Background: an optimization exercise with open tools, aiming at small area, a short achievable clock period and few clock cycles. Do not read the settings as production practice.
In this exercise RTL edits were held to simulation tests only and were not proved equivalent to the original.
No activity file was given, so power comes from the tool's default toggle rates.

[design/flow/design.v]
module srv_bkadd #(parameter W = 8) (
    input  wire [W-1:0] a,
    input  wire [W-1:0] b,
    input  wire         ci,
    output wire [W-1:0] s,
    output wire         co
);
    function integer lg2;
        input integer n;
        integer v;
        begin
            lg2 = 0;
            for (v = 1; v < n; v = v * 2) lg2 = lg2 + 1;
        end
    endfunction
    localparam L = (W <= 2) ? 1 : lg2(W);
    localparam NS = 2 * L;
    wire [W-1:0] p = a ^ b;
    wire [W-1:0] gg [0:NS];
    wire [W-1:0] pp [0:NS];
    assign gg[0] = (a & b) | {{(W-1){1'b0}}, p[0] & ci};
    assign pp[0] = p;
    genvar j, i;
    generate
        for (j = 0; j < NS; j = j + 1) begin : g_lv
            for (i = 0; i < W; i = i + 1) begin : g_b
                if (j < L && (i % (2 << j)) == (2 << j) - 1) begin : g_up
                    assign gg[j+1][i] = gg[j][i] | (pp[j][i] & gg[j][i-(1<<j)]);
                    assign pp[j+1][i] = pp[j][i] & pp[j][i-(1<<j)];
                end else if (j >= L && j <= 2*L-2 &&
                             i >= 3*(1 << (2*L-2-j)) - 1 &&
                             ((i - (3*(1 << (2*L-2-j)) - 1)) % (2 << (2*L-2-j))) == 0) begin : g_dn
                    assign gg[j+1][i] = gg[j][i] | (pp[j][i] & gg[j][i-(1<<(2*L-2-j))]);
                    assign pp[j+1][i] = pp[j][i] & pp[j][i-(1<<(2*L-2-j))];
                end else begin : g_pass
                    assign gg[j+1][i] = gg[j][i];
                    assign pp[j+1][i] = pp[j][i];
                end
            end
        end
        if (W > 1) begin : g_s
            assign s = p ^ {gg[NS][W-2:0], ci};
        end else begin : g_s1
            assign s = p ^ ci;
        end
    endgenerate
    assign co = gg[NS][W-1];
endmodule
module srv_incr #(parameter W = 8) (
    input  wire [W-1:0] a,
    input  wire         ci,
    output wire [W-1:0] s
);
    function integer lg2;
        input integer n;
        integer v;
        begin
            lg2 = 0;
            for (v = 1; v < n; v = v * 2) lg2 = lg2 + 1;
        end
    endfunction
    localparam L = (W <= 2) ? 1 : lg2(W);
    wire [W-1:0] tt [0:L];
    assign tt[0] = a;
    genvar j, i;
    generate
        for (j = 0; j < L; j = j + 1) begin : g_lv
            for (i = 0; i < W; i = i + 1) begin : g_b
                if (i >= (1 << j)) begin : g_and
                    assign tt[j+1][i] = tt[j][i] & tt[j][i-(1<<j)];
                end else begin : g_pass
                    assign tt[j+1][i] = tt[j][i];
                end
            end
        end
    endgenerate
    assign s = a ^ ({tt[L][W-2:0], 1'b1} & {W{ci}});
endmodule
module srv_g2b #(parameter W = 24) (
    input  wire [W-1:0] g,
    output wire [W-1:0] b
);
    function integer lg2;
        input integer n;
        integer v;
        begin
            lg2 = 0;
            for (v = 1; v < n; v = v * 2) lg2 = lg2 + 1;
        end
    endfunction
    localparam L = lg2(W);
    localparam NS = 2 * L;
    wire [W-1:0] r;
    wire [W-1:0] pp [0:NS];
    genvar j, i;
    generate
        for (i = 0; i < W; i = i + 1) begin : g_rev
            assign r[i] = g[W-1-i];
            assign b[W-1-i] = pp[NS][i];
        end
        assign pp[0] = r;
        for (j = 0; j < NS; j = j + 1) begin : g_lv
            for (i = 0; i < W; i = i + 1) begin : g_b
                if (j < L && (i % (2 << j)) == (2 << j) - 1) begin : g_up
                    assign pp[j+1][i] = pp[j][i] ^ pp[j][i-(1<<j)];
                end else if (j >= L && j <= 2*L-2 &&
                             i >= 3*(1 << (2*L-2-j)) - 1 &&
                             ((i - (3*(1 << (2*L-2-j)) - 1)) % (2 << (2*L-2-j))) == 0) begin : g_dn
                    assign pp[j+1][i] = pp[j][i] ^ pp[j][i-(1<<(2*L-2-j))];
                end else begin : g_pass
                    assign pp[j+1][i] = pp[j][i];
                end
            end
        end
    endgenerate
endmodule
module srv_lane (
    input  wire [26:0] acc,
    input  wire [25:0] mg,
    input  wire [25:0] me,
    input  wire [9:0]  bc,
    input  wire [26:0] xv,        
    input  wire        cf,        
    output wire [29:0] v
);
    wire n0 = bc[4], n1 = bc[9];
    wire [27:0] ge = {{2{mg[25]}}, mg};
    wire [27:0] g2 = {mg[25], mg, 1'b0};
    wire [27:0] ee = {{2{me[25]}}, me};
    wire [27:0] e2 = {me[25], me, 1'b0};
    wire [27:0] mag0 = ({28{bc[0]}} & ge) | ({28{bc[1]}} & g2) | ({28{bc[2]}} & ee) | ({28{bc[3]}} & e2);
    wire [27:0] mag1 = ({28{bc[5]}} & ge) | ({28{bc[6]}} & g2) | ({28{bc[7]}} & ee) | ({28{bc[8]}} & e2);
    wire [29:0] p0 = {{2{mag0[27] ^ n0}}, mag0 ^ {28{n0}}};
    wire [29:0] p1 = {mag1 ^ {28{n1}}, n1, n1};
    wire [29:0] a0 = {{3{acc[26]}}, acc};
    wire [29:0] x0 = {{3{xv[26]}}, xv};
    wire [29:0] s1 = a0 ^ p0 ^ p1;
    wire [29:0] c1 = {((a0 & p0) | (a0 & p1) | (p0 & p1)), n0} ;
    wire [29:0] s2 = s1 ^ c1 ^ x0;
    wire [29:0] c2 = {((s1 & c1) | (s1 & x0) | (c1 & x0)), 1'b0};
    wire co;
    srv_bkadd #(30) u_add (.a(s2), .b(c2), .ci(n1 | cf), .s(v), .co(co));
endmodule
module srv_bdec (
    input  wire [4:0] b,
    input  wire       sel_g,
    output wire [9:0] bc
);
    wire one0 = b[1] ^ b[0];
    wire two0 = (b[2] & ~b[1] & ~b[0]) | (~b[2] & b[1] & b[0]);
    wire one1 = b[3] ^ b[2];
    wire two1 = (b[4] & ~b[3] & ~b[2]) | (~b[4] & b[3] & b[2]);
    assign bc = {b[4], two1 & ~sel_g, one1 & ~sel_g, two1 & sel_g, one1 & sel_g,
                 b[2], two0 & ~sel_g, one0 & ~sel_g, two0 & sel_g, one0 & sel_g};
endmodule
module srv_lead_loop (
    input  wire               clk,
    input  wire               rst,         
    input  wire               start,
    input  wire               clear,
    input  wire signed [15:0] sa,
    input  wire signed [15:0] sb,
    input  wire signed [15:0] sc,
    input  wire signed [15:0] sd,
    input  wire        [23:0] gray,
    input  wire        [23:0] tgt_trk,
    input  wire signed [15:0] tgt_ofs,
    input  wire signed [17:0] ml,
    input  wire signed [15:0] ff,
    input  wire signed [15:0] inj,
    input  wire        [17:0] amin,
    input  wire        [3:0]  gs,
    input  wire        [23:0] intlim,
    input  wire signed [15:0] kds,
    output reg         [5:0]  tbl_addr,
    input  wire        [47:0] tbl_rdata,
    output reg                done,
    output reg                fail,
    output wire signed [15:0] pes,
    output wire signed [48:0] pos,
    output reg  signed [24:0] err,
    output reg  signed [24:0] integ,
    output wire signed [15:0] u
);
    reg st_idle, st_amp, st_div, st_e1, st_mem, st_lo, st_hi, st_int, st_prod, st_fin;
    reg fl_ilast, fl_plast, fl_ds, fl_xbus;
    reg [9:0] bc0, bc1, bc2;           
    reg gm0, gm1, gm2, fm;             
    reg ftop_r, tposr;
    reg [2:0] cnt;
    reg       first;                  
    reg [15:0] pes_r;
    reg [23:0] y_r;                   
    reg        m1_r;                  
    reg        b48_r;                 
    reg [15:0] u_r;
    reg [3:0]  bhi_r;                 
    assign pes = pes_r;
    assign u   = u_r;
    assign pos = {b48_r, {8{m1_r}}, y_r, pes_r};
    reg [17:0] rem;                   
    reg [17:0] amp_r;                 
    reg        qz, neg, mism, gz, failr;
    reg [3:0]  gs_r;
    reg [8:0]  ac;                    
    reg [25:0] de_r;                  
    reg [11:0] f_r;                   
    reg [1:0]  nc;                    
    reg        top;
    reg [5:0]  a0_r;
    reg [16:0] g0, g1, g2;
    reg [26:0] acc0, acc1, acc2;
    reg [1:0]  ext0, ext1, ext2;
    wire [23:0] bin;
    srv_g2b #(24) u_g2b (.g(gray), .b(bin));
    wire [16:0] n17, q17;
    wire        nco, qco;
    srv_bkadd #(17) u_n (.a({sa[15], sa}), .b(~{sc[15], sc}), .ci(1'b1), .s(n17), .co(nco));
    srv_bkadd #(17) u_q (.a({sb[15], sb}), .b(~{sd[15], sd}), .ci(1'b1), .s(q17), .co(qco));
    wire        sn = rem[17], sq = amp_r[17];
    wire [16:0] nabs;
    srv_incr #(17) u_nabs (.a(rem[16:0] ^ {17{sn}}), .ci(sn), .s(nabs));
    wire [17:0] amp;
    wire        ampco;
    srv_bkadd #(18) u_amp (.a({1'b0, nabs}), .b({1'b0, amp_r[16:0] ^ {17{sq}}}), .ci(sq),
                           .s(amp), .co(ampco));
    wire [17:0] amd;
    wire        amge;
    srv_bkadd #(18) u_amin (.a(amp), .b(~amin), .ci(1'b1), .s(amd), .co(amge));
    wire        nz = (rem != 18'd0);
    wire        amp_bad = (~nz & (amp_r == 18'd0)) | ~amge;
    wire [11:0] dlo;
    wire        dloc;
    srv_bkadd #(12) u_dl (.a(tgt_trk[11:0]), .b(acc1[11:0]), .ci(1'b1), .s(dlo), .co(dloc));
    wire [12:0] dhi;
    wire        dhic;
    srv_bkadd #(13) u_dh (.a({1'b0, tgt_trk[23:12]}), .b({1'b1, acc1[23:12]}), .ci(~top), .s(dhi), .co(dhic));
    wire [24:0] dtrk = {dhi, f_r};
    wire dt_in = (dtrk[24:8] == 17'd0) | (dtrk[24:8] == 17'h1ffff);
    wire [8:0] ac_v = dt_in ? dtrk[8:0] : (dtrk[24] ? 9'h100 : 9'h0ff);
    wire [19:0] amp1 = {2'b00, amp_r};
    wire [19:0] amp2 = {1'b0, amp_r, 1'b0};
    wire [19:0] amp3 = {g1[2:0], g0};
    wire [19:0] ra = {rem[17:0], 2'b00};
    wire [19:0] ta1, ta2, ta3, tb1, tb2, tb3;
    wire        ca1, ca2, ca3, cb1, cb2, cb3;
    srv_bkadd #(20) u_a1 (.a(ra), .b(~amp1), .ci(1'b1), .s(ta1), .co(ca1));
    srv_bkadd #(20) u_a2 (.a(ra), .b(~amp2), .ci(1'b1), .s(ta2), .co(ca2));
    srv_bkadd #(20) u_a3 (.a(ra), .b(~amp3), .ci(1'b1), .s(ta3), .co(ca3));
    wire [1:0]  qa = ca3 ? 2'd3 : ca2 ? 2'd2 : ca1 ? 2'd1 : 2'd0;
    wire [17:0] r1 = ({18{ca3}} & ta3[17:0]) | ({18{ca2 & ~ca3}} & ta2[17:0]) |
                     ({18{ca1 & ~ca2}} & ta1[17:0]) | ({18{~ca1}} & ra[17:0]);
    wire [19:0] rb = {r1, 2'b00};
    srv_bkadd #(20) u_b1 (.a(rb), .b(~amp1), .ci(1'b1), .s(tb1), .co(cb1));
    srv_bkadd #(20) u_b2 (.a(rb), .b(~amp2), .ci(1'b1), .s(tb2), .co(cb2));
    srv_bkadd #(20) u_b3 (.a(rb), .b(~amp3), .ci(1'b1), .s(tb3), .co(cb3));
    wire [1:0]  qb = cb3 ? 2'd3 : cb2 ? 2'd2 : cb1 ? 2'd1 : 2'd0;
    wire [17:0] r3 = ({18{cb3}} & tb3[17:0]) | ({18{cb2 & ~cb3}} & tb2[17:0]) |
                     ({18{cb1 & ~cb2}} & tb1[17:0]) | ({18{~cb1}} & rb[17:0]);
    wire [19:0] a3v;
    wire        a3co;
    srv_bkadd #(20) u_a3v (.a({2'b00, amp}), .b({1'b0, amp, 1'b0}), .ci(1'b0), .s(a3v), .co(a3co));
    wire [15:0] q16     = qz ? 16'h8000 : {1'b0, pes_r[15:1]};
    wire        qnz     = qz | (pes_r[15:1] != 15'd0);
    wire        pes_neg = neg & qnz;
    wire [15:0] qp  = qz ? 16'h7fff : q16;
    wire [16:0] lopd = neg ? {1'b0, q16} : ~{1'b0, qp};
    wire [16:0] lv;
    wire        lco;
    srv_bkadd #(17) u_l (.a({acc0[15], acc0[15:0]}), .b(lopd), .ci(~neg), .s(lv), .co(lco));
    wire [9:0] hb  = mism ? (pes_neg ? 10'h3ff : 10'h001) : 10'h000;
    wire [9:0] hb1 = mism ? (pes_neg ? 10'h3fe : 10'h000) : 10'h3ff;
    wire [9:0] ha, hm;
    wire       hco, hmco;
    srv_bkadd #(10) u_h  (.a({ac[8], ac}), .b(hb),  .ci(1'b0), .s(ha), .co(hco));
    srv_bkadd #(10) u_hm (.a({ac[8], ac}), .b(hb1), .ci(1'b0), .s(hm), .co(hmco));
    wire [9:0] hs = lv[16] ? hm : ha;
    wire        wrap  = mism & ~pes_neg & gz;
    wire        hbig  = ~hs[9] & (hs[8:7] != 2'b00);             
    wire        hsml  = hs[9] & (hs[8:7] != 2'b11);              
    wire        sat_p = ~wrap & hbig;
    wire        sat_n = wrap | hsml;
    wire [24:0] e_v = sat_p ? 25'h0800000 : sat_n ? 25'h1800000 :
                      {hs[7], hs[7:0], lv[15:0]};
    wire [15:0] lnv;
    srv_incr #(16) u_ln (.a(~lv[15:0]), .ci(1'b1), .s(lnv));
    wire [7:0]  ehn;
    srv_incr #(8) u_eh (.a(~hs[7:0]), .ci(lv[15:0] == 16'd0), .s(ehn));
    wire [23:0] eabs = (sat_p | sat_n) ? 24'h800000 : (hs[9] ? {ehn, lnv} : {hs[7:0], lv[15:0]});
    wire [23:0] idx  = eabs >> gs_r;
    wire        top_v = (idx[23:6] != 18'd0) | (idx[5:0] == 6'd63);
    wire [5:0]  a0_v  = top_v ? 6'd63 : idx[5:0];
    wire [11:0] fmask = ~(12'hfff << gs_r);
    wire [11:0] fraw  = eabs[11:0] & fmask;
    wire [1:0]  sh    = 2'd0 - gs_r[1:0];               
    wire [11:0] f_v   = fraw << sh;
    wire [1:0]  nc_w  = (gs_r <= 4'd4) ? 2'd1 : (gs_r <= 4'd8) ? 2'd2 : 2'd3;
    wire        ftop_v = (nc_w == 2'd1) ? f_v[3] : (nc_w == 2'd2) ? f_v[7] : f_v[11];
    wire [1:0]  nc_v  = (gs_r <= 4'd4) ? 2'd1 : (gs_r <= 4'd8) ? 2'd2 : 2'd3;
    wire        tpos  = mism ^ pes_neg;               
    wire [15:0] t_kp = tbl_rdata[15:0];
    wire [15:0] t_ki = tbl_rdata[31:16];
    wire [15:0] t_kd = tbl_rdata[47:32];
    wire [25:0] mg0 = {{9{g0[16]}}, g0};
    wire [25:0] mg1 = {{9{g1[16]}}, g1};
    wire [25:0] mg2 = {{9{g2[16]}}, g2};
    wire [25:0] me01 = {err[24], err};
    wire [24:0] i_eff = first ? 25'd0 : integ;
    wire [26:0] x0 = fl_xbus ? {{7{t_kp[15]}}, t_kp, 4'd0} : 27'd0;
    wire [26:0] x1 = fl_xbus ? {{7{t_ki[15]}}, t_ki, 4'd0} : fl_plast ? {i_eff, 2'd0} : 27'd0;
    wire [26:0] x2 = fl_xbus ? {{7{t_kd[15]}}, t_kd, 4'd0} : 27'd0;
    wire [19:0] bsa = {acc2[17:0], ext2};
    wire [19:0] bsb = {{4{ff[15]}}, ff};
    wire [19:0] bsc = {{4{inj[15]}}, inj};
    wire [19:0] bss = bsa ^ bsb ^ bsc;
    wire [19:0] bsy = {(bsa[18:0] & bsb[18:0]) | (bsa[18:0] & bsc[18:0]) | (bsb[18:0] & bsc[18:0]), 1'b0};
    wire [19:0] base_v;
    wire        bco;
    srv_bkadd #(20) u_base (.a(bss), .b(bsy), .ci(1'b0), .s(base_v), .co(bco));
    wire [29:0] v0, v1, v2;
    srv_lane u_l0 (.acc(acc0), .mg(mg0), .me(me01), .bc(bc0), .xv(x0), .cf(st_hi | (st_mem & neg)), .v(v0));
    srv_lane u_l1 (.acc(acc1), .mg(mg1), .me(me01), .bc(bc1), .xv(x1), .cf(st_hi | (st_mem & tposr)), .v(v1));
    srv_lane u_l2 (.acc(acc2), .mg(mg2), .me(de_r), .bc(bc2), .xv(x2), .cf(st_hi), .v(v2));
    wire [25:0] v0s = v0[29:4];
    wire [25:0] v1s = v1[29:4];
    wire [25:0] v2s = v2[29:4];
    wire [26:0] p_kp = {acc0[24:0], ext0};     
    wire [26:0] p_ki = {acc1[24:0], ext1};     
    wire [26:0] p_kd = {acc2[24:0], ext2};     
    wire [27:0] isum = {p_ki[26], p_ki};
    wire [27:0] lim  = {4'd0, amp_r[5:0], rem};
    wire        ineg = isum[27];
    wire [27:0] dcl;
    wire        ccl;
    assign {ccl, dcl} = {1'b0, lim} + {1'b0, ineg ? isum : ~isum} + {28'd0, ~ineg};
    wire        i_gt = dcl[27] & ~ineg;
    wire        i_lt = dcl[27] & ineg;
    wire [24:0] nlim;
    srv_incr #(25) u_nl (.a(~lim[24:0]), .ci(1'b1), .s(nlim));
    wire [24:0] i_new = i_gt ? lim[24:0] : i_lt ? nlim : isum[24:0];
    wire [28:0] ua = {{2{p_kp[26]}}, p_kp};
    wire [28:0] ub = {{2{p_kd[26]}}, p_kd};
    wire [28:0] uc = {{4{i_new[24]}}, i_new};
    wire [28:0] ud = {{9{bhi_r[3]}}, bhi_r, u_r};
    wire [28:0] us1 = ua ^ ub ^ ud;
    wire [28:0] uc1 = {(ua & ub) | (ua & ud) | (ub & ud), 1'b0};
    wire [28:0] us2 = us1 ^ uc1 ^ uc;
    wire [28:0] uc2 = {(us1 & uc1) | (us1 & uc) | (uc1 & uc), 1'b0};
    wire [28:0] usum;
    wire        uco;
    assign {uco, usum} = {1'b0, us2} + {1'b0, uc2};
    wire u_hi = ~usum[28] & (usum[27:15] != 13'd0);
    wire u_lo = usum[28] & (usum[27:15] != 13'h1fff);
    wire [15:0] u_v = u_hi ? 16'h7fff : u_lo ? 16'h8000 : usum[15:0];
    wire div_go   = st_div & ~failr & (cnt != 3'd4);
    wire n_idle   = (st_idle & ~start) | (st_div & failr) | st_fin;
    wire n_amp    = st_idle & start;
    wire n_div    = st_amp | div_go;
    wire n_e1     = st_div & ~failr & (cnt == 3'd4);
    wire n_mem    = st_e1;
    wire n_lo     = st_mem & ~top;
    wire n_hi     = st_lo;
    wire n_int    = st_hi | (st_int & ~fl_ilast);
    wire n_prod   = (st_mem & top) | (st_int & fl_ilast) | (st_prod & (cnt != 3'd3));
    wire n_fin    = st_prod & (cnt == 3'd3);
    wire [2:0] cnt_inc = cnt + 3'd1;
    wire [2:0] n_cnt = st_amp ? 3'd1 :
                       (st_div | st_prod | (st_int & ~fl_ilast)) ? cnt_inc : 3'd0;
    wire       n_ilast = n_int & (n_cnt[1:0] == nc - 2'd1);
    wire       n_ds    = n_amp | st_amp | (st_div & ~failr & (cnt <= 3'd2));
    wire [4:0] fw_n  = st_int ? {f_r[7:4], f_r[3]} : {f_r[3:0], fm};
    wire       sp_n  = st_prod;                        
    wire       ld_n  = st_mem & top;                   
    wire       rs_n  = st_int & fl_ilast;              
    wire [4:0] gw0_n = sp_n ? {g0[7:4], g0[3]} : ld_n ? {t_kp[3:0], 1'b0} : {v0[7:4], 1'b0};
    wire [4:0] gw1_n = sp_n ? {g1[7:4], g1[3]} : ld_n ? {t_ki[3:0], 1'b0} : {v1[7:4], 1'b0};
    wire [4:0] gw2_n = (st_idle & start) ? {kds[3:0], 1'b0} :
                       (sp_n | fl_ds) ? {g2[7:4], g2[3]} : ld_n ? {t_kd[3:0], 1'b0} : {v2[7:4], 1'b0};
    wire [4:0] b0_n = n_int ? fw_n : n_prod ? gw0_n : 5'b00000;
    wire [4:0] b1_n = n_int ? fw_n : n_prod ? gw1_n : 5'b00000;
    wire [4:0] b2_n = n_int ? fw_n : (n_prod | n_ds) ? gw2_n : n_mem ? 5'b11110 : 5'b00000;
    wire [9:0] bc0_n, bc1_n, bc2_n;
    srv_bdec u_bd0 (.b(b0_n), .sel_g(n_int), .bc(bc0_n));
    srv_bdec u_bd1 (.b(b1_n), .sel_g(n_int), .bc(bc1_n));
    srv_bdec u_bd2 (.b(b2_n), .sel_g(n_int), .bc(bc2_n));
    always @(posedge clk) begin
        bc0 <= bc0_n;
        bc1 <= bc1_n;
        bc2 <= bc2_n;
    end
    always @(posedge clk) begin
        if (rst) begin
            st_idle <= 1'b1;
            {st_amp, st_div, st_e1, st_mem, st_lo, st_hi, st_int, st_prod, st_fin} <= 9'd0;
            fl_ilast <= 1'b0;
            fl_xbus  <= 1'b0;
            fl_plast <= 1'b0;
            fl_ds    <= 1'b0;
            cnt      <= 3'd0;
        end else begin
            st_idle <= n_idle;
            st_amp  <= n_amp;
            st_div  <= n_div;
            st_e1   <= n_e1;
            st_mem  <= n_mem;
            st_lo   <= n_lo;
            st_hi   <= n_hi;
            st_int  <= n_int;
            st_prod <= n_prod;
            st_fin  <= n_fin;
            cnt     <= n_cnt;
            fl_ilast <= n_ilast;
            fl_xbus  <= n_hi | n_ilast;
            fl_plast <= n_prod & (n_cnt == 3'd3);
            fl_ds    <= n_ds;
        end
    end
    wire s_vsh0 = (st_int & ~fl_ilast) | st_prod;
    wire s_vsh2 = s_vsh0 | fl_ds;
    wire s_init = st_idle & start;
    wire s_zero = (st_mem & top) | st_hi | (st_int & fl_ilast);
    wire [26:0] vsh0 = {v0s[25], v0s}, vsh1 = {v1s[25], v1s}, vsh2 = {v2s[25], v2s};
    wire [26:0] lo0 = ~{{7{t_kp[15]}}, t_kp, 4'd0};
    wire [26:0] lo1 = ~{{7{t_ki[15]}}, t_ki, 4'd0};
    wire [26:0] lo2 = ~{{7{t_kd[15]}}, t_kd, 4'd0};
    always @(posedge clk) begin
        if (s_vsh0 | st_lo | s_init | s_zero | st_e1)
            acc0 <= ({27{s_vsh0}} & vsh0) | ({27{st_lo}} & lo0) |
                    ({27{s_init}} & {{11{tgt_ofs[15]}}, tgt_ofs}) |
                    ({27{st_e1}} & {11'd0, neg ? ~q16 : qp});      
        if (s_vsh0 | st_lo | s_init | s_zero)
            acc1 <= ({27{s_vsh0}} & vsh1) | ({27{st_lo}} & lo1) | ({27{s_init}} & {3'd0, ~bin});    
        if (s_vsh2 | st_lo | s_init | s_zero | st_e1)
            acc2 <= ({27{s_vsh2 & ~s_init}} & vsh2) | ({27{st_lo}} & lo2) |
                    ({27{st_e1}} & {{2{e_v[24]}}, e_v});
    end
    wire s_shf0 = st_prod;
    wire s_shf2 = st_prod | (fl_ds & ~s_init);
    wire s_bus  = (st_mem & top) | st_lo;
    wire s_res  = st_hi | (st_int & fl_ilast);
    always @(posedge clk) begin
        if (s_shf0 | s_bus | s_res | st_amp) begin
            g0 <= ({17{s_shf0}} & {{4{g0[16]}}, g0[16:4]}) | ({17{s_bus}} & {t_kp[15], t_kp}) |
                  ({17{s_res}} & v0[20:4]) | ({17{st_amp}} & a3v[16:0]);
            gm0 <= s_shf0 & g0[3];
        end
        if (s_shf0 | s_bus | s_res | st_amp) begin
            g1 <= ({17{s_shf0}} & {{4{g1[16]}}, g1[16:4]}) | ({17{s_bus}} & {t_ki[15], t_ki}) |
                  ({17{s_res}} & v1[20:4]) | ({17{st_amp}} & {14'd0, a3v[19:17]});
            gm1 <= s_shf0 & g1[3];
        end
        if (s_shf2 | s_bus | s_res | s_init) begin
            g2 <= ({17{s_shf2}} & {{4{g2[16]}}, g2[16:4]}) | ({17{s_bus}} & {t_kd[15], t_kd}) |
                  ({17{s_res}} & v2[20:4]) | ({17{s_init}} & {kds[15], kds});
            gm2 <= s_shf2 & g2[3];
        end
    end
    always @(posedge clk) begin
        if (rst) begin
            first    <= 1'b1;
            done     <= 1'b0;
            fail     <= 1'b0;
            tbl_addr <= 6'd0;
            pes_r    <= 16'd0;
            y_r      <= 24'd0;
            m1_r     <= 1'b0;
            b48_r    <= 1'b0;
            err      <= 25'sd0;
            integ    <= 25'sd0;
            u_r      <= 16'd0;
        end else begin
            done <= 1'b0;
            if (fl_ds) begin
                ext2 <= v2[3:2];
            end
            if (st_idle & start) begin
                if (clear) first <= 1'b1;
                rem   <= {n17[16], n17};
                amp_r <= {q17[16], q17};
                mism  <= bin[0] ^ q17[16];
                gz    <= (gray == 24'd0);
                gs_r  <= gs;
                de_r  <= {{8{ml[17]}}, ml};
            end
            if (st_amp) begin
                f_r   <= dlo;
                top   <= ~dloc;
                failr <= amp_bad;
                qz    <= (amp_r[16:0] == 17'd0);
                neg   <= sq ? (~sn & nz) : sn;
                rem   <= {1'b0, nabs};
                amp_r <= amp;
            end
            if (st_div) begin
                if (failr) begin
                    done <= 1'b1;
                    fail <= 1'b1;
                end else begin
                    rem   <= r3;
                    pes_r <= {pes_r[11:0], qa, qb};
                    if (cnt == 3'd1) ac <= ac_v;
                    if (cnt == 3'd4) begin
                        {bhi_r, u_r} <= base_v;
                        tbl_addr <= 6'd63;      
                    end
                end
            end
            if (st_e1) begin
                tposr    <= tpos;
                m1_r     <= gz & tpos;
                b48_r    <= gz & tpos & ~mism;
                err      <= e_v;
                de_r     <= {err[24], err};
                tbl_addr <= a0_v;
                a0_r     <= a0_v;
                top      <= top_v;
                f_r      <= f_v;
                fm       <= 1'b0;
                ftop_r   <= ftop_v;
                nc       <= nc_v;
                {amp_r[5:0], rem} <= intlim;
            end
            if (st_mem) begin
                de_r <= first ? 26'd0 : v2[25:0];
                pes_r <= v0[15:0];
                y_r   <= ~v1[23:0];
                if (top) begin
                end else begin
                    tbl_addr <= a0_r + 6'd1;
                end
            end
            if (st_lo) begin
                tbl_addr <= ftop_r ? a0_r + 6'd1 : a0_r;
            end
            if (st_hi) begin
                tbl_addr <= ftop_r ? a0_r + 6'd1 : a0_r;
            end
            if (st_int) begin
                tbl_addr <= ftop_r ? a0_r + 6'd1 : a0_r;
                f_r <= {4'd0, f_r[11:4]}; fm <= f_r[3];
                if (fl_ilast) begin
                end else begin
                end
            end
            if (st_prod) begin
                ext0 <= v0[3:2]; ext1 <= v1[3:2]; ext2 <= v2[3:2];
            end
            if (st_fin) begin
                integ <= i_new;
                u_r   <= u_v;
                first <= 1'b0;
                fail  <= 1'b0;
                done  <= 1'b1;
            end
        end
    end
endmodule
[design/flow/flow/run.sh]
#!/bin/bash
set -euo pipefail
export BUFFER_PORTS_ARGS="-buffer_cell sky130_fd_sc_hd__buf_1"
export SETUP_SLACK_MARGIN=13
bash standard.sh > standard_flow.log 2>&1
[design/flow/standard.sh]
#!/bin/bash
# synth_recipe.tcl (not shown) runs the flow's synth.tcl, then flattens the netlist and writes it again
# the make line also repeats each setting of config.mk as NAME=value (left out here)
make -C /OpenROAD-flow-scripts/flow DESIGN_CONFIG=/design/flow/config.mk WORK_HOME=/design/flow/orfs CLKGATE_MAP_FILE= SYNTH_SCRIPT=/design/flow/synth_recipe.tcl "${@:-finish}"
[design/flow/config.mk]
export PLATFORM = sky130hd
export DESIGN_NAME = srv_lead_loop
export DESIGN_NICKNAME = srv_lead_loop
export VERILOG_FILES = /design/flow/design.v
export SDC_FILE = /design/flow/constraint.sdc
export NUM_CORES = 4
export LEC_CHECK = 0
export ABC_AREA = 1
export CAP_MARGIN = 60
export CORE_MARGIN = 2
export CORE_UTILIZATION = 60
export PLACE_DENSITY = 0.72
export SLEW_MARGIN = 60
[design/flow/constraint.sdc]
create_clock -name core_clock -period 20.0 [get_ports {clk}]
set_input_delay 4.0000 -clock core_clock [delete_from_list [all_inputs] [get_ports {clk}]]
set_output_delay 4.0000 -clock core_clock [all_outputs]
set_load 0.01 [all_outputs]
==> flow_summary.yaml, run 1 <==
run_status:
  status: "timing/DRC/antenna clean"
global_routing:
  grt.overflow.total: 0
  grt_max_degree: 62
  grt_pass1_vias: 45000
  grt_usage_pct: 47.7
  antenna_found_initial: 11
  grt_pass1_wl_um: 292000
pwr:
  seq_power_share_pct: 12.8
  p_clk_share_pct: 9.5
  p_total_w: 0.00959
  p_leak_nw: 25.2
  max-vdd-ir-drop_mv: 0.329
  switchingPower_w: 0.00508
  p_sw_share_pct: 53.0
  p_int_w: 0.00451
  powerDensity_nw_per_um2: 172
  power.share.combinational_pct: 77.6
synth:
  ys_types: 60
  yosysWarnings: 13
  seq_area_frac_synth_pct: 21.8
  synthesis.area_um2: 48500
  synth_xor_area_share_pct: 7.95
  ys_seq_elements: 407
  synth_top_family_by_area: "adder cells"
  async_flop_share_pct: 0
  synthAdderAreaFrac_pct: 27.5
  ys.flop_type: "edfxtp_1"
  syn_nets: 7181
  yosys.area_share.simple_pct: 15.2
  muxShareOfSynthArea_pct: 0.0438
  synth_edf_count: 243
  synth_compound_area_share_pct: 17.3
  postSynthCellCount: 6065
  synth_area_per_cell_um2: 8.00
sta:
  max_slew_margin_pct: 46.0
  min_period_over_period_pct: 36.5
  max_freq_mhz: 137
  worstMarginPinSlew_ps: 808
  grt_setup_unrepaired: "yes"
  finalHoldViolCount: 0
  fin_crit_ps: 7300
  holdWs_ps: 482
  slew_violations: 0
  final.setup.tns_ps: 0
  finalSetupViolations: 0
  skew_ps: 33.9
critical_path:
  crit_chain: "buf_1, nand2_1, inv_1, fa_1, ha_4, a21oi_1, nor2_1, a211oi_2, o31ai_2, inv_1, nor2_2, nor2_2, o21a_1, o21a_1, o21a_1, o21a_1, o21ai_2, a21oi_2, fa_2, xor2_2, xor2_1, nand2_1, nand3_1"
  reg2reg_from: "acc1[1]$_DFFE_PP_"
  slowest_stage: "fa_1"
  ff2ff_path_depth: 41
  cp-start-kind: "primary input"
  crit_type: "primary input to register"
  path_max_fanout: 3
  critPathMaxStageDelay_ps: 470
  cp.arrival_ps: 7670
  endpoint_kind: "register"
  rrSetupSlack_ps: 13200
  crit_path_frequent_cell: "o21a_1"
  cp.required_ps: 20370
  timing.rr.end: "u_r[4]$_SDFFE_PP0P_"
clocking:
  postCtsHoldBufs: 0
  clkSinkCount: 407
  cts_tree: "built"
  path_clk_slew_ps: 60
  htree_levels: 2
  root_buffer: "clkbuf_16"
  clk_path_buf_depth: 3
  clock_latency_ps: 640
  cts_made_buffers: 48
floorplan:
  io_pins: 431
  die_area_um2: 83200
  die_x_um: 288
  start_util_pct: 60.5
  core_area_um2: 80300
  fp.dieH_um: 288
  std_cell_rows: 104
place:
  dpl_cell_area_um2: 51700
  portBuffers: 430
  place_hpwl_um: 161000
  routabilityCongestion: 1.05
min_path:
  min_to: "b48_r$_SDFFE_PP0P_"
  min_path_type: "register to register"
  hold_depth: 2
  hp-start: "b48_r$_SDFFE_PP0P_"
layout:
  fin_util_pct: 69.3
  area_delta_synth_final_pct: 14.6
  design_area_um2: 55600
  n_fill_cell: 6683
  fin_nets: 7622
  seqCellArea_um2: 10600
  multi_input_area_um2: 34600
  drive_above_1_share_pct: 10.6
  layout_common_cells: "956 x nand2_1, 947 x inv_1, 408 x buf_1"
  final_common_cell: "nand2_1"
drt:
  routed_wirelength_um: 204000
  viasPerCell: 6.39
  route.detailed.drc: 0
  drtPass1Iterations: 7
  drtAntennaViolNets: 0
  wl_per_cell_um: 26.8
  drtIter0Drc: 6456
  via_count: 48600
run:
  drv_cap: 0
## final cells by class
class                   count  share of cell area (%)
well taps                1060                    2.38
flip-flops and latches    407                    19.1
clock buffers              71                    2.54
repair buffers            655                    6.41
inverters                1024                    6.99
diodes                      1                 0.00450
clock inverters            18                   0.254
multi-input cells        4368                    62.3
repair inverters            2                  0.0292
## layer usage
layer | share of wire, % | vias up | GRT usage, %
met1 | 36 | 23000 | 62.7
met4 | 7.8 | 20 | 29.1
met5 | 0.063 | - | 0
met3 | 15 | 780 | 14.9
met2 | 41 | 3543 | 68.7
li1 | - | 21300 | -
## synthesized netlist by cell type, types with 6 or more instances
cell type,count,area share (%)
nand2_1,991,7.7
inv_1,987,7.6
ha_1,421,11
fa_1,403,17
nor2_1,368,2.8
a21oi_1,357,3.7
o21ai_0,328,3.4
xor2_1,286,5.2
nand3_1,264,2.7
edfxtp_1,243,15
clkbuf_1,183,1.4
dfxtp_1,164,6.8
o22ai_1,151,1.9
xnor2_1,131,2.4
a221oi_1,121,2.2
o221ai_1,97,1.8
nand4_1,54,0.70
nor3_1,52,0.54
o211ai_1,50,0.77
buf_1,44,0.34
a21o_1,34,0.53
a31oi_1,32,0.41
o2111ai_1,30,0.54
buf_4,28,0.43
clkinv_1,28,0.22
a211oi_1,23,0.36
o21a_1,23,0.36
or2_2,21,0.27
a22oi_1,20,0.31
nor4_1,13,0.17
buf_2,12,0.12
o21bai_1,12,0.19
o32ai_1,12,0.22
o31ai_1,11,0.17
inv_2,9,0.070
a31o_2,6,0.11
xor2_2,6,0.20
## flip-flops by register name, summed over array words and instances, names as in the netlist, 9 cells and up
register and cells:
g2 17, acc1 26, de_r 26, f_r 12, pes_r 16, u_r 16
bc0 10, ac 9, bc1 10, bc2 10, g0 17, err 25
amp_r 18, g1 17, acc0 26, rem 18, y_r 24, acc2 26
integ 25
## stage by stage
| step | setup WS (ps) | instances |
|---|---|---|
| 2_1_floorplan | 12400 | 6065 |
| 3_3_place_gp | 11020 | 7358 |
| 3_5_place_dp | 11740 | 7386 |
| 4_1_cts | 12520 | 7530 |
| 5_1_grt | 12550 | 7605 |
| 6_report | 12700 | 7606 |
## critical path, delay by kind of cell
family | cells | cell delay [ps]
AOI/OAI and AO/OA | 9 | 1300
adders and majority gates | 3 | 1130
and+or+nand+nor | 6 | 540
buffers and inverters | 3 | 390
xor gates and xnor gates | 2 | 310
## worst max path at each step
stage                            start  depth (start not counted)  slack (ps)             endpoint
floorplan                tbl_rdata[32]                         22       12400   acc2[25]$_DFFE_PP_
global placement    acc1[24]$_DFFE_PP_                         38       11020  u_r[0]$_SDFFE_PP0P_
detailed placement        tbl_rdata[0]                         27       11740   acc0[23]$_DFFE_PP_
CTS                      tbl_rdata[33]                         22       12520   acc2[25]$_DFFE_PP_
global route             tbl_rdata[38]                         23       12550   acc2[25]$_DFFE_PP_
finish                   tbl_rdata[37]                         23       12700   acc2[25]$_DFFE_PP_
## timing repair
action	CTS	global route
gates resized for setup	118	181
buffers inserted	55	68
gates cloned	0	3
pin swaps	82	121
endpoints found under the setup margin	93	140
## logic make-up after synthesis
logic type / count (synthesis)
xor gates and xnor gates: 427
adders and majority gates: 824
buffers and inverters: 1291
and+or+nand+nor: 1785
muxes: 2
AOI/OAI and AO/OA: 1329
DFF: 407
## power groups by stage
stage	logic (W)	clock network [W]	registers, W
after floorplan	0.00439	0	0.00113
after global placement	0.00603	0	0.00125
after detailed placement	0.00621	0	0.00124
after CTS	0.00667	0.000906	0.00122
after global routing	0.00805	0.000933	0.00123
final	0.00744	0.000914	0.00123
Testbench counts, summed over its fixed seeds: cycles 36,936.
==> run 2: changes to the inputs <==
--- a/design/flow/config.mk
+++ b/design/flow/config.mk
@@ -6,8 +6,8 @@
 export NUM_CORES = 4
 export LEC_CHECK = 0
 export ABC_AREA = 1
-export CAP_MARGIN = 60
+export CAP_MARGIN = 20
 export CORE_MARGIN = 2
 export CORE_UTILIZATION = 60
 export PLACE_DENSITY = 0.72
-export SLEW_MARGIN = 60
+export SLEW_MARGIN = 20
==> run 2 against run 1 <==
Compared with the run above:
- still clean on timing, DRC and antenna
- worst hold slack worse by 4.5 ps
- register-to-register slack better by 90 ps
- sequential cell count unchanged
- clock skew up 12 ps
- synthesized cell count unchanged
- core utilization down 0.46 points
- critical path depth up 1
- clock power up 3.8%
- power down 0.12%
- cell area down 0.66%
- sequential share of layout area up 0.054 points
- non-clock buffer count down 26
==> flow_summary.yaml, run 2 <==
clocking:
  clkSinkCount: 407
  path_clk_slew_ps: 60
  clock_latency_ps: 650
  postCtsHoldBufs: 0
  root_buffer: "clkbuf_16"
  clk_path_buf_depth: 3
  htree_levels: 2
  cts_tree: "built"
  cts_made_buffers: 50
pwr:
  max-vdd-ir-drop_mv: 0.323
  powerDensity_nw_per_um2: 173
  p_leak_nw: 25.0
synth:
  yosysTopAreaCellShare_pct: 16.6
  seq_area_frac_synth_pct: 21.8
  ys_seq_elements: 407
  synthTopCellsByArea: "fa_1 17%, edfxtp_1 15%, ha_1 11%, nand2_1 7.7%, inv_1 7.6%"
  synth_area_per_cell_um2: 8.00
  synth_area_leader_cell: "fa_1"
  synth.most_common_cell: "nand2_1"
  postSynthCellCount: 6065
  synth_edf_count: 243
  async_flop_share_pct: 0
  synthesis.area_um2: 48500
  ys_types: 60
  ys.flop_type: "edfxtp_1"
  yosysWarnings: 13
  synth_common_cells: "991 x nand2_1, 987 x inv_1, 421 x ha_1"
  syn_nets: 7181
drt:
  drtIter0Drc: 6323
  drtPass1Iterations: 9
  route.detailed.drc: 0
  drtAntennaViolNets: 0
  via_count: 48800
  viasPerCell: 6.43
  wl_per_cell_um: 26.9
  routed_wirelength_um: 204000
sta:
  final.setup.tns_ps: 0
  grt_setup_unrepaired: "yes"
  timing.final.ws_setup_ps: 12600
  max_freq_mhz: 135
  holdWs_ps: 478
  finalSetupViolations: 0
  fin_crit_ps: 7400
  slew_violations: 0
  min_period_over_period_pct: 37.0
  worstMarginPinSlew_ps: 1220
  max_slew_margin_pct: 18.1
  finalHoldViolCount: 0
  skew_ps: 45.8
floorplan:
  io_pins: 431
  die_area_um2: 83200
  fp.dieH_um: 288
  die_x_um: 288
  start_util_pct: 60.5
  core_area_um2: 80300
  std_cell_rows: 104
min_path:
  min_path_type: "register to register"
global_routing:
  antenna_found_initial: 14
  grt_pass1_wl_um: 292000
  grt.overflow.total: 0
  grt_max_degree: 62
  grt_pass1_vias: 45400
  grt_usage_pct: 47.8
critical_path:
  cp-start-kind: "primary input"
  slowest_stage: "fa_1"
  endpoint_kind: "register"
  crit_path_frequent_cell: "buf_6"
  crit_type: "primary input to register"
  cp.required_ps: 20340
  crit_chain: "buf_8, nand2_2, inv_2, fa_1, ha_4, a21o_1, a221oi_4, o31ai_2, inv_1, buf_4, buf_6, buf_6, buf_6, buf_6, buf_6, buf_6, buf_4, buf_4, buf_4, buf_6, buf_6, fa_2, xor2_4, o32ai_1"
  critPathMaxStageDelay_ps: 480
  cp.arrival_ps: 7730
  path_max_fanout: 3
layout:
  drive_above_1_share_pct: 9.27
  layout_common_cells: "958 x nand2_1, 950 x inv_1, 405 x buf_1"
  n_fill_cell: 6801
  seqCellArea_um2: 10600
  fin_nets: 7597
  final_common_cell: "nand2_1"
  area_delta_synth_final_pct: 13.8
  multi_input_area_um2: 34400
place:
  routabilityCongestion: 1.05
  pre_cts_slack_ps: 11270
  place_hpwl_um: 160000
  portBuffers: 430
run:
  drv_cap: 0
run_status:
  status: "timing/DRC/antenna clean"
-- run 2: power by group --
part           internal, W  switching, W  leakage, nW
Combinational      0.00294       0.00444         20.6
Clock             0.000534      0.000415        0.811
Sequential         0.00104      0.000211         3.66
Total              0.00451       0.00507         25.0
-- run 2: worst paths after layout --
check / startpoint / endpoint / slack, ps / cells past startpoint
setup / recovery: tbl_rdata[35] / de_r[13]$_DFFE_PP_ / 12600 / 24
setup reg to reg: rem[1]$_DFFE_PN_ / rem[10]$_DFFE_PN_ / 13290 / 33
hold / removal: b48_r$_SDFFE_PP0P_ / b48_r$_SDFFE_PP0P_ / 480 / 2
hold reg to reg: b48_r$_SDFFE_PP0P_ / b48_r$_SDFFE_PP0P_ / 480 / 2
-- run 2: what timing repair did --
item | in CTS | in global routing
cloned | 0 | 2
setup endpoints to repair | 138 | 132
buffers inserted | 42 | 87
pin swaps | 79 | 115
resized for setup | 147 | 197
-- run 2: critical path, delay by kind of cell --
kind	cells	cell delay, ps
buf+inv	15	1600
fa+ha+maj	3	1200
compound gates	4	590
xor+xnor	1	260
simple gates	1	60
-- run 2: final cells by class --
| type | instances | area share [%] |
|---|---|---|
| Sequential cell | 407 | 19.2 |
| Clock buffer | 74 | 2.71 |
| Inverter | 1024 | 7.04 |
| Timing Repair Buffer | 629 | 6.04 |
| Multi-Input combinational cell | 4368 | 62.3 |
| Clock inverter | 20 | 0.306 |
| Timing Repair inverter | 1 | 0.0136 |
| Tap cell | 1060 | 2.40 |
| Antenna cell | 9 | 0.0408 |
-- run 2: layer usage --
| layer | vias to the layer above | global-route usage [%] | wire [µm] |
|---|---|---|---|
| met5 | - | 0 | 121 |
| met4 | 16 | 30.5 | 16000 |
| met3 | 793 | 15.2 | 29700 |
| met2 | 3625 | 68.2 | 83300 |
| met1 | 23200 | 62.7 | 75000 |
| li1 | 21200 | - | - |
-- run 2: kinds of logic (layout without fill, tap and decap cells) --
group                      after synthesis  in the layout  share of synthesized area, %
AOI/OAI and AO/OA                     1329           1329                          17.3
xor gates and xnor gates               427            427                          7.95
adders and majority gates              824            824                          27.5
buffers and inverters                 1291           1748                          10.2
DFF                                    407            407                          21.8
muxes                                    2              2                        0.0438
other                                    0              9                             0
and+or+nand+nor                       1785           1786                          15.2
-- run 2: through the flow --
stage	util, %	cells	total power (W)	cell area [µm²]
2_1_floorplan	-	6065	0.00552	48700
3_3_place_gp	63.6	7358	0.00728	51100
3_5_place_dp	63.7	7358	0.00739	51100
4_1_cts	66.8	7494	0.00884	53700
5_1_grt	68.8	7583	0.0102	55200
6_report	68.8	7592	0.00958	55300
==> run 3: changes to the inputs <==
==> design/flow/flow/run.sh (replaced) <==
#!/bin/bash
set -euo pipefail
export BUFFER_PORTS_ARGS="-buffer_cell sky130_fd_sc_hd__buf_1"
export SETUP_SLACK_MARGIN=12
bash standard.sh > standard_flow.log 2>&1
==> run 3 against run 2 <==
Compared with the run above:
- highest routed layer unchanged
- sequential share of layout area up 0.89 points
- sequential cell count unchanged
- non-clock buffer count down 123
- die area unchanged
- first-iteration DRC count up 0.30%
- fmax down 4.9%
- clock-buffer cell count down 9
- worst hold slack better by 16 ps
- cell area down 4.4%
- wire length down 1.8%
==> flow_summary.yaml, run 3 <==
pwr:
  p_total_w: 0.00857
  p_leak_nw: 24.2
  max-vdd-ir-drop_mv: 0.236
  powerDensity_nw_per_um2: 162
critical_path:
  cp.required_ps: 20500
  path_buf_inv: 4
  reg2reg_from: "acc1[24]$_DFFE_PP_"
  path_max_fanout: 39
  cp.arrival_ps: 8280
  endpoint_kind: "register"
  ff2ff_path_depth: 39
  timing.rr.end: "u_r[13]$_SDFFE_PP0P_"
  critPathMaxStageDelay_ps: 560
  cp-start-kind: "register"
  rrSetupSlack_ps: 12220
  crit_family: "simple AND/OR/NAND/NOR gates"
  slowest_stage: "fa_1"
  crit_path_frequent_cell: "nand2_1"
  crit_type: "register to register"
drt:
  via_count: 47900
  drtAntennaViolNets: 0
  routed_wirelength_um: 200000
  route.detailed.drc: 0
  drtIter0Drc: 6342
  wl_per_cell_um: 26.8
  viasPerCell: 6.41
  drtPass1Iterations: 8
synth:
  ys.flop_type: "edfxtp_1"
  seq_area_frac_synth_pct: 21.8
  synthTopCellsByArea: "fa_1 17%, edfxtp_1 15%, ha_1 11%, nand2_1 7.7%, inv_1 7.6%"
  synth_area_leader_cell: "fa_1"
  postSynthCellCount: 6065
  synth_edf_count: 243
  synth_common_cells: "991 x nand2_1, 987 x inv_1, 421 x ha_1"
  async_flop_share_pct: 0
  yosysTopAreaCellShare_pct: 16.6
  ys_types: 60
  yosysWarnings: 13
  syn_nets: 7181
  ys_seq_elements: 407
  synth.most_common_cell: "nand2_1"
  synth_area_per_cell_um2: 8.00
  synthesis.area_um2: 48500
place:
  pre_cts_slack_ps: 11120
  portBuffers: 430
  dpl.cell_count: 7360
  routabilityCongestion: 1.05
  place_hpwl_um: 161000
layout:
  area_delta_synth_final_pct: 8.79
  drive_above_1_share_pct: 3.94
  final_common_cell: "inv_1"
  layout_common_cells: "985 x inv_1, 984 x nand2_1, 428 x buf_1"
  fin_util_pct: 65.8
  finalNonFillerCells: 7470
  fin_nets: 7473
  n_fill_cell: 7148
run:
  drv_cap: 0
clocking:
  clkSinkCount: 407
  htree_levels: 2
  path_clk_slew_ps: 60
  cts_tree: "built"
  clock_latency_ps: 640
  cts_made_buffers: 51
  clk_path_buf_depth: 3
  root_buffer: "clkbuf_16"
min_path:
  min_to: "st_idle$_SDFF_PP1_"
  hold_depth: 2
  min_path_type: "register to register"
  hp-start: "st_idle$_SDFF_PP1_"
floorplan:
  io_pins: 431
  fp.dieH_um: 288
  die_x_um: 288
  std_cell_rows: 104
  core_area_um2: 80300
  start_util_pct: 60.5
  die_area_um2: 83200
sta:
  finalHoldViolCount: 0
  fin_crit_ps: 7780
  timing.final.ws_setup_ps: 12220
  max_slew_margin_pct: 8.47
  min_period_over_period_pct: 38.9
  skew_ps: 23.4
  grt_setup_unrepaired: "yes"
  finalSetupViolations: 0
  max_freq_mhz: 129
  worstMarginPinSlew_ps: 1360
  slew_violations: 0
  final.setup.tns_ps: 0
global_routing:
  grt.overflow.total: 0
  grt_pass1_wl_um: 292000
  grt_usage_pct: 47.7
  antenna_found_initial: 18
  grt_pass1_vias: 45300
  grt_max_degree: 61
run_status:
  status: "timing/DRC/antenna clean"
## run 3: cell counts after synthesis
Identical to the previous run, type by type.
## run 3: final cells by class
type	instances	area [µm²]	share of cell area, %
repair buffers	506	2200	4.16
diodes	11	27.5	0.0521
clock inverters	30	272	0.514
clock buffers	65	1410	2.67
flip-flops and latches	407	10600	20.1
multi-input cells	4367	33100	62.7
inverters	1024	3850	7.29
well taps	1060	1330	2.51
## run 3: worst max-delay path by stage
| stage | slack [ps] | from | depth (start not counted) | to |
|---|---|---|---|---|
| after floorplan | 12230 | tbl_rdata[32] | 22 | acc2[25]$_DFFE_PP_ |
| after global placement | 11170 | acc1[24]$_DFFE_PP_ | 37 | u_r[13]$_SDFFE_PP0P_ |
| after detailed placement | 11120 | acc1[24]$_DFFE_PP_ | 37 | u_r[13]$_SDFFE_PP0P_ |
| after CTS | 12060 | rem[17]$_DFFE_PN_ | 35 | g1[0]$_DFFE_PP_ |
| after global routing | 11930 | amp_r[7]$_DFFE_PP_ | 31 | rem[0]$_DFFE_PN_ |
| final | 12220 | acc1[24]$_DFFE_PP_ | 39 | u_r[13]$_SDFFE_PP0P_ |
## run 3: through the flow
step                hold slack (ps)  instance area, µm²
global route                    512               52800
detailed placement              471               50900
floorplan                       446               48500
CTS                             492               52700
global placement                465               50900
finish                          494               52800
## run 3: kinds of logic after synthesis
logic type | synth area share [%]
muxes | 0.0438
xor gates and xnor gates | 7.95
DFF | 21.8
and+or+nand+nor | 15.2
AOI/OAI and AO/OA | 17.3
buffers and inverters | 10.2
adders and majority gates | 27.5
## run 3: power by group
part | internal [W] | switching, W
registers | 0.00104 | 0.000207
clock network | 0.000540 | 0.000430
logic | 0.00232 | 0.00404
total | 0.00389 | 0.00468
## run 3: per-layer routing
metal | share of wire (%) | GRT usage [%] | up-vias
li1 | - | - | 20900
met1 | 37 | 62.5 | 22800
met2 | 41 | 68.4 | 3472
met3 | 15 | 15.7 | 690
met4 | 7.3 | 28.4 | 10
met5 | 0.033 | 0 | -
## run 3: worst register-to-register path: cells and delay by family (launching register included)
kind / cells / cell delay (ps)
buf+inv: 4 / 880
fa+ha+maj: 3 / 1250
xor+xnor: 1 / 290
flops: 1 / 370
compound gates: 12 / 2320
simple gates: 19 / 2520
## run 3: what timing repair did
| item | CTS | global route |
|---|---|---|
| setup endpoints to repair | 17 | 46 |
| setup buffers | 0 | 4 |
| hold buffers | 0 | 0 |
| resized for setup | 13 | 19 |
| pin swaps | 0 | 0 |
==> run 4: changes to the inputs <==
==> design/flow/flow/run.sh (replaced) <==
#!/bin/bash
set -euo pipefail
export BUFFER_PORTS_ARGS="-buffer_cell sky130_fd_sc_hd__buf_1"
export SETUP_SLACK_MARGIN=13
bash standard.sh > standard_flow.log 2>&1
--- a/design/flow/config.mk
+++ b/design/flow/config.mk
@@ -6,8 +6,8 @@
 export NUM_CORES = 4
 export LEC_CHECK = 0
 export ABC_AREA = 1
-export CAP_MARGIN = 20
+export CAP_MARGIN = 40
 export CORE_MARGIN = 2
 export CORE_UTILIZATION = 60
 export PLACE_DENSITY = 0.72
-export SLEW_MARGIN = 20
+export SLEW_MARGIN = 40
==> run 4 against run 3 <==
Compared with the run above:
- area after synthesis unchanged
- cell area grew 4.4%
- via count rose by 1.1%
- non-clock buffer count rose by 131
- combinational power up 16%
- first-iteration DRC count shrank 1.5%
- clock power down 3.6%
- largest cell class unchanged
- global-route usage is 0.068 points higher
- core utilization grew 2.9 points
- final cell count is 1.7% higher
==> flow_summary.yaml, run 4 <==
synth:
  synth_area_leader_cell: "fa_1"
  synth_common_cells: "991 x nand2_1, 987 x inv_1, 421 x ha_1"
  yosysWarnings: 13
  synth.most_common_cell: "nand2_1"
  postSynthCellCount: 6065
  yosysTopAreaCellShare_pct: 16.6
  seq_area_frac_synth_pct: 21.8
  async_flop_share_pct: 0
  synthTopCellsByArea: "fa_1 17%, edfxtp_1 15%, ha_1 11%, nand2_1 7.7%, inv_1 7.6%"
  synth_edf_count: 243
  ys_types: 60
  synth_area_per_cell_um2: 8.00
  synthesis.area_um2: 48500
  ys_seq_elements: 407
  syn_nets: 7181
  ys.flop_type: "edfxtp_1"
critical_path:
  crit_family: "buffers and inverters"
  crit_chain: "buf_6, nand2_2, inv_2, fa_2, ha_4, a21o_1, a221oi_4, o31ai_1, inv_1, buf_4, buf_4, buf_4, buf_4, buf_4, buf_4, buf_4, buf_4, buf_4, buf_4, buf_4, fa_2, xor2_4, o2111ai_2"
  path_buf_inv: 14
  crit_path_frequent_cell: "buf_4"
  rrSetupSlack_ps: 13320
  slowest_stage: "fa_2"
  cp-start-kind: "primary input"
  critPathMaxStageDelay_ps: 460
  cp.required_ps: 20360
  cp.arrival_ps: 7780
  path_max_fanout: 3
  endpoint_kind: "register"
  crit_type: "primary input to register"
drt:
  via_count: 48500
  drtIter0Drc: 6246
  wl_per_cell_um: 26.8
  drtAntennaViolNets: 0
  routed_wirelength_um: 203000
  drtPass1Iterations: 6
  viasPerCell: 6.38
  route.detailed.drc: 0
sta:
  finalSetupViolations: 0
  skew_ps: 42.4
  finalHoldViolCount: 0
  worstMarginPinSlew_ps: 969
  min_period_over_period_pct: 37.1
  max_freq_mhz: 135
  holdWs_ps: 479
  final.setup.tns_ps: 0
  max_slew_margin_pct: 34.7
  slew_violations: 0
  grt_setup_unrepaired: "yes"
  fin_crit_ps: 7420
run_status:
  status: "timing/DRC/antenna clean"
place:
  portBuffers: 430
  place_hpwl_um: 160000
  dpl_cell_area_um2: 51200
  routabilityCongestion: 1.05
clocking:
  cts_made_buffers: 49
  path_clk_slew_ps: 60
  htree_levels: 2
  clock_latency_ps: 650
  root_buffer: "clkbuf_16"
  clk_path_buf_depth: 3
  cts_tree: "built"
  clkSinkCount: 407
floorplan:
  die_area_um2: 83200
  die_x_um: 288
  start_util_pct: 60.5
  core_area_um2: 80300
  io_pins: 431
  fp.dieH_um: 288
  std_cell_rows: 104
layout:
  design_area_um2: 55100
  n_fill_cell: 6760
  layout_common_cells: "960 x nand2_1, 950 x inv_1, 408 x buf_1"
  fin_nets: 7604
  final_common_cell: "nand2_1"
  drive_above_1_share_pct: 9.25
  area_delta_synth_final_pct: 13.5
run:
  drv_cap: 0
global_routing:
  antenna_found_initial: 12
  grt_max_degree: 62
  grt_pass1_wl_um: 292000
  grt_usage_pct: 47.7
  grt.overflow.total: 0
  grt_pass1_vias: 45500
pwr:
  p_leak_nw: 25.0
  p_total_w: 0.00955
  powerDensity_nw_per_um2: 173
  max-vdd-ir-drop_mv: 0.404
min_path:
  min_path_type: "register to register"
run 4: cell counts after synthesis:
No cell type changed its count.
run 4: stage by stage:
step	worst slack (ps)	cells	utilization, %
final	12580	7594	68.6
after global routing	12490	7588	68.6
after CTS	12490	7498	66.8
after detailed placement	11510	7359	63.8
after global placement	11020	7358	63.6
after floorplan	12400	6065	-
run 4: where the power goes:
group | internal (W) | switching, W | total [W]
Clock | 0.000521 | 0.000415 | 0.000935
Combinational | 0.00292 | 0.00446 | 0.00738
Sequential | 0.00104 | 0.000204 | 0.00124
run 4: timing repair:
| action | 4_1_cts | 5_1_grt |
|---|---|---|
| hold endpoints to repair | 0 | 0 |
| setup buffers | 48 | 86 |
| hold buffers | 0 | 0 |
| pin swaps | 75 | 112 |
| gates cloned | 0 | 3 |
| gates resized for setup | 126 | 167 |
| setup endpoints to repair | 111 | 128 |
run 4: layer usage:
metal  vias to the layer above  wire length [µm]  GRT usage (%)
li1                      21200                 -              -
met1                     22900             73600           61.7
met2                      3527             82500           68.1
met3                       819             30800           16.2
met4                        12             16500           31.1
met5                         -                79              0
run 4: cells by family (layout without fill, tap and decap cells):
family	after synthesis	after routing	share of synthesized area (%)
AND/OR/NAND/NOR	1785	1786	15.2
XOR/XNOR	427	427	7.95
multiplexers	2	2	0.0438
other	0	6	0
adder cells (fa/ha/maj)	824	824	27.5
AO/OA/AOI/OAI	1329	1329	17.3
flip-flops	407	407	21.8
buffers and inverters	1291	1753	10.2
run 4: worst reg2reg max path: cells and delay by family, from the launching register on:
kind / cells / cell delay [ps]
xor+xnor: 1 / 170
flops: 1 / 430
fa+ha+maj: 3 / 1170
buf+inv: 5 / 660
simple gates: 18 / 2050
compound gates: 13 / 2050
run 4: layout make-up:
class | count | area, µm² | area share (%)
Timing Repair inverter | 1 | 7.51 | 0.0136
Sequential cell | 407 | 10600 | 19.2
Clock buffer | 63 | 1360 | 2.47
Clock inverter | 28 | 246 | 0.447
Tap cell | 1060 | 1330 | 2.41
Inverter | 1024 | 3890 | 7.06
Antenna cell | 6 | 15.0 | 0.0272
Multi-Input combinational cell | 4368 | 34300 | 62.3
Timing Repair Buffer | 637 | 3350 | 6.08
run 4: worst paths after layout:
check / cells after the start / endpoint / start
max: 23 / g2[9]$_DFFE_PP_ / tbl_rdata[33]
min: 2 / b48_r$_SDFFE_PP0P_ / b48_r$_SDFFE_PP0P_
max reg2reg: 40 / u_r[4]$_SDFFE_PP0P_ / acc1[24]$_DFFE_PP_
min reg2reg: 2 / b48_r$_SDFFE_PP0P_ / b48_r$_SDFFE_PP0P_
==> run 5: changes to the inputs <==
==> design/flow/flow/run.sh (replaced) <==
#!/bin/bash
set -euo pipefail
export BUFFER_PORTS_ARGS="-buffer_cell sky130_fd_sc_hd__buf_1"
export SETUP_SLACK_MARGIN=13.5
bash standard.sh > standard_flow.log 2>&1
--- a/design/flow/config.mk
+++ b/design/flow/config.mk
@@ -6,8 +6,8 @@
 export NUM_CORES = 4
 export LEC_CHECK = 0
 export ABC_AREA = 1
-export CAP_MARGIN = 40
+export CAP_MARGIN = 60
 export CORE_MARGIN = 2
 export CORE_UTILIZATION = 60
 export PLACE_DENSITY = 0.72
-export SLEW_MARGIN = 40
+export SLEW_MARGIN = 60
==> run 5 against run 4 <==
Compared with the run above:
- area after synthesis did not move
- final cell count is 1.7% higher
- still clean on timing, DRC and antenna
- register-to-register slack better by 260 ps
- sequential share of layout area fell by 0.91 points
- power is 6.9% higher
- sequential cell count did not move
- via count increased by 3.7%
- critical path type unchanged
- fmax increased by 2.4%
==> flow_summary.yaml, run 5 <==
place:
  dpl.cell_count: 7378
  dpl_cell_area_um2: 51700
  portBuffers: 430
  routabilityCongestion: 1.07
  place_hpwl_um: 162000
pwr:
  p_total_w: 0.0102
  p_leak_nw: 25.9
  powerDensity_nw_per_um2: 176
  max-vdd-ir-drop_mv: 0.303
critical_path:
  critPathMaxStageDelay_ps: 480
  cp-start-kind: "primary input"
  timing.rr.end: "u_r[6]$_SDFFE_PP0P_"
  cp.arrival_ps: 7620
  reg2reg_from: "rem[1]$_DFFE_PN_"
  rrSetupSlack_ps: 13580
  path_max_fanout: 3
  crit_path_frequent_cell: "o21a_1"
  crit_family: "compound AO/OA/AOI/OAI gates"
  slowest_stage: "fa_1"
  crit_type: "primary input to register"
  crit_chain: "buf_8, nand2_4, inv_2, fa_1, ha_4, a21o_1, a221oi_4, o31ai_2, inv_1, nor2_2, nor2_2, o21a_1, o21a_1, o21a_1, o21a_1, o21ai_2, buf_4, nand3_2, nand2_2, fa_2, nand2_1, nand3_1"
  path_buf_inv: 4
  endpoint_kind: "register"
  cp.required_ps: 20380
  ff2ff_path_depth: 34
drt:
  viasPerCell: 6.51
  drtPass1Iterations: 8
  routed_wirelength_um: 213000
  drtAntennaViolNets: 0
  via_count: 50300
  drtIter0Drc: 6661
  route.detailed.drc: 0
  wl_per_cell_um: 27.5
run_status:
  status: "timing/DRC/antenna clean"
sta:
  worstMarginPinSlew_ps: 696
  slew_violations: 0
  grt_setup_unrepaired: "yes"
  finalSetupViolations: 0
  min_period_over_period_pct: 36.2
  max_slew_margin_pct: 53.6
  max_freq_mhz: 138
  finalHoldViolCount: 0
  final.setup.tns_ps: 0
  skew_ps: 40.6
  fin_crit_ps: 7240
  holdWs_ps: 470
synth:
  yosysTopAreaCellShare_pct: 16.6
  postSynthCellCount: 6065
  yosysWarnings: 13
  ys_types: 60
  ys_seq_elements: 407
  synth_common_cells: "991 x nand2_1, 987 x inv_1, 421 x ha_1"
  seq_area_frac_synth_pct: 21.8
  synthesis.area_um2: 48500
  synth_edf_count: 243
  async_flop_share_pct: 0
  synth.most_common_cell: "nand2_1"
  syn_nets: 7181
  synth_area_leader_cell: "fa_1"
  synth_area_per_cell_um2: 8.00
  synthTopCellsByArea: "fa_1 17%, edfxtp_1 15%, ha_1 11%, nand2_1 7.7%, inv_1 7.6%"
  ys.flop_type: "edfxtp_1"
clocking:
  clock_latency_ps: 660
  htree_levels: 2
  cts_made_buffers: 51
  clk_path_buf_depth: 3
  postCtsHoldBufs: 0
  clkSinkCount: 407
  cts_tree: "built"
  root_buffer: "clkbuf_16"
  path_clk_slew_ps: 60
global_routing:
  antenna_found_initial: 18
  grt_pass1_vias: 46600
  grt_max_degree: 52
  grt.overflow.total: 0
  grt_usage_pct: 49.3
  grt_pass1_wl_um: 301000
floorplan:
  std_cell_rows: 104
  die_area_um2: 83200
  fp.dieH_um: 288
  core_area_um2: 80300
  die_x_um: 288
  io_pins: 431
  start_util_pct: 60.5
min_path:
  hp-start: "b48_r$_SDFFE_PP0P_"
  min_path_type: "register to register"
  min_to: "b48_r$_SDFFE_PP0P_"
  hold_depth: 2
layout:
  drive_above_1_share_pct: 15.5
  design_area_um2: 58100
  final_common_cell: "nand2_1"
  fin_nets: 7731
  n_fill_cell: 6333
  area_delta_synth_final_pct: 19.6
  layout_common_cells: "930 x nand2_1, 922 x inv_1, 403 x buf_1"
  finalNonFillerCells: 7725
run:
  drv_cap: 0
==> run 5: cell types whose count changed in the layout (fill, tap and decap cells not counted), moves of 21 or more <==
cell | before | now
a21oi_1 | 333 | 304
buf_6 | 13 | 63
nand2_1 | 960 | 930
dfxtp_2 | 4 | 32
nand2_2 | 21 | 48
a21oi_2 | 18 | 40
dfxtp_1 | 158 | 129
o21ai_0 | 294 | 251
nor2_1 | 351 | 327
inv_1 | 950 | 922
buf_4 | 197 | 267
o21ai_1 | 27 | 48
==> run 5: repair_timing <==
item	4_1_cts	5_1_grt
buffers inserted	110	119
pin swaps	119	163
cloned	1	5
resized for setup	265	306
setup endpoints to repair	173	188
==> run 5: worst reg2reg max path, delay by kind of cell (launching register included) <==
| family | cells | cell delay [ps] |
|---|---|---|
| DFF | 1 | 460 |
| buffers and inverters | 4 | 570 |
| and+or+nand+nor | 20 | 2940 |
| adders and majority gates | 2 | 780 |
| xor gates and xnor gates | 1 | 220 |
| AOI/OAI and AO/OA | 7 | 1340 |
==> run 5: power by group <==
part | total, W | leakage (nW) | internal (W) | switching (W)
logic | 0.00800 | 21.5 | 0.00322 | 0.00478
registers | 0.00123 | 3.68 | 0.00104 | 0.000191
clock network | 0.000980 | 0.803 | 0.000552 | 0.000428
total | 0.0102 | 25.9 | 0.00481 | 0.00540
==> run 5: worst max-delay path by stage <==
| stage | from | endpoint | slack (ps) | cells past startpoint |
|---|---|---|---|---|
| floorplan | tbl_rdata[32] | acc2[25]$_DFFE_PP_ | 12400 | 22 |
| global placement | acc1[24]$_DFFE_PP_ | u_r[3]$_SDFFE_PP0P_ | 11180 | 38 |
| detailed placement | tbl_rdata[32] | acc2[25]$_DFFE_PP_ | 11710 | 23 |
| CTS | tbl_rdata[35] | acc2[25]$_DFFE_PP_ | 12570 | 23 |
| global route | tbl_rdata[33] | acc2[25]$_DFFE_PP_ | 12610 | 22 |
| finish | tbl_rdata[33] | acc2[22]$_DFFE_PP_ | 12760 | 22 |
==> run 5: cell families after synthesis <==
kind of cell	Yosys count	synth area share [%]
adders and majority gates	824	27.5
and+or+nand+nor	1785	15.2
AOI/OAI and AO/OA	1329	17.3
muxes	2	0.0438
xor gates and xnor gates	427	7.95
buffers and inverters	1291	10.2
DFF	407	21.8
==> run 5: metal layers <==
layer  vias up  global-route usage, %  wire length, µm
met3       978                   16.0            32600
met5         -                      0              167
met1     23700                   63.9            75400
li1      21500                      -                -
met2      4043                   70.0            86100
met4        22                   33.3            18400
==> run 5: area by class of cell <==
class | instances | area, µm² | area share [%]
diodes | 9 | 22.5 | 0.0388
clock buffers | 70 | 1430 | 2.46
clock inverters | 24 | 256 | 0.442
inverters | 1024 | 3960 | 6.82
multi-input cells | 4368 | 35900 | 61.7
flip-flops and latches | 407 | 10600 | 18.3
well taps | 1060 | 1330 | 2.28
repair buffers | 761 | 4570 | 7.87
repair inverters | 2 | 16.3 | 0.0280
==> run 5: through the flow <==
step	worst slack (ps)	utilization [%]
2_1_floorplan	12400	-
3_3_place_gp	11180	63.8
3_5_place_dp	11710	64.5
4_1_cts	12570	69.1
5_1_grt	12610	72.3
6_report	12760	72.3

## port drivers added, routing unchanged
The results above use ideal ports. As a check the final layouts listed here were re-extracted and re-timed, cells and wires unchanged. Step 1: set_driving_cell puts a clkbuf_16 on clk and a buf_2 on each other input, an assumption about the parent block. Step 2 also shifts input and output timing later by t, the mid clock arrival at the registers, as if the neighbouring blocks saw the same clock. Three values: ideal ports, drivers, drivers and shift; two values: the first two.
| run | t (ns) | slack for setup (ns) | worst register clock-pin slew, ns |
|---|---|---|---|
| run 1 | 0.698 | 12.700 / 12.743 / 12.045 | 0.07 / 0.07 |
| run 2 | 0.702 | 12.601 / 12.616 / 11.914 | 0.07 / 0.07 |
| run 3 | 0.703 | 12.218 / 12.218 / 11.557 | 0.07 / 0.07 |
| run 4 | 0.698 | 12.584 / 12.607 / 11.909 | 0.07 / 0.07 |
| run 5 | 0.716 | 12.758 / 12.781 / 12.065 | 0.07 / 0.07 |
After both steps every run listed still meets setup and hold. The setup slack of run 5, which loses most, moves by +0.023 ns with the drivers and by -0.693 ns with both steps.
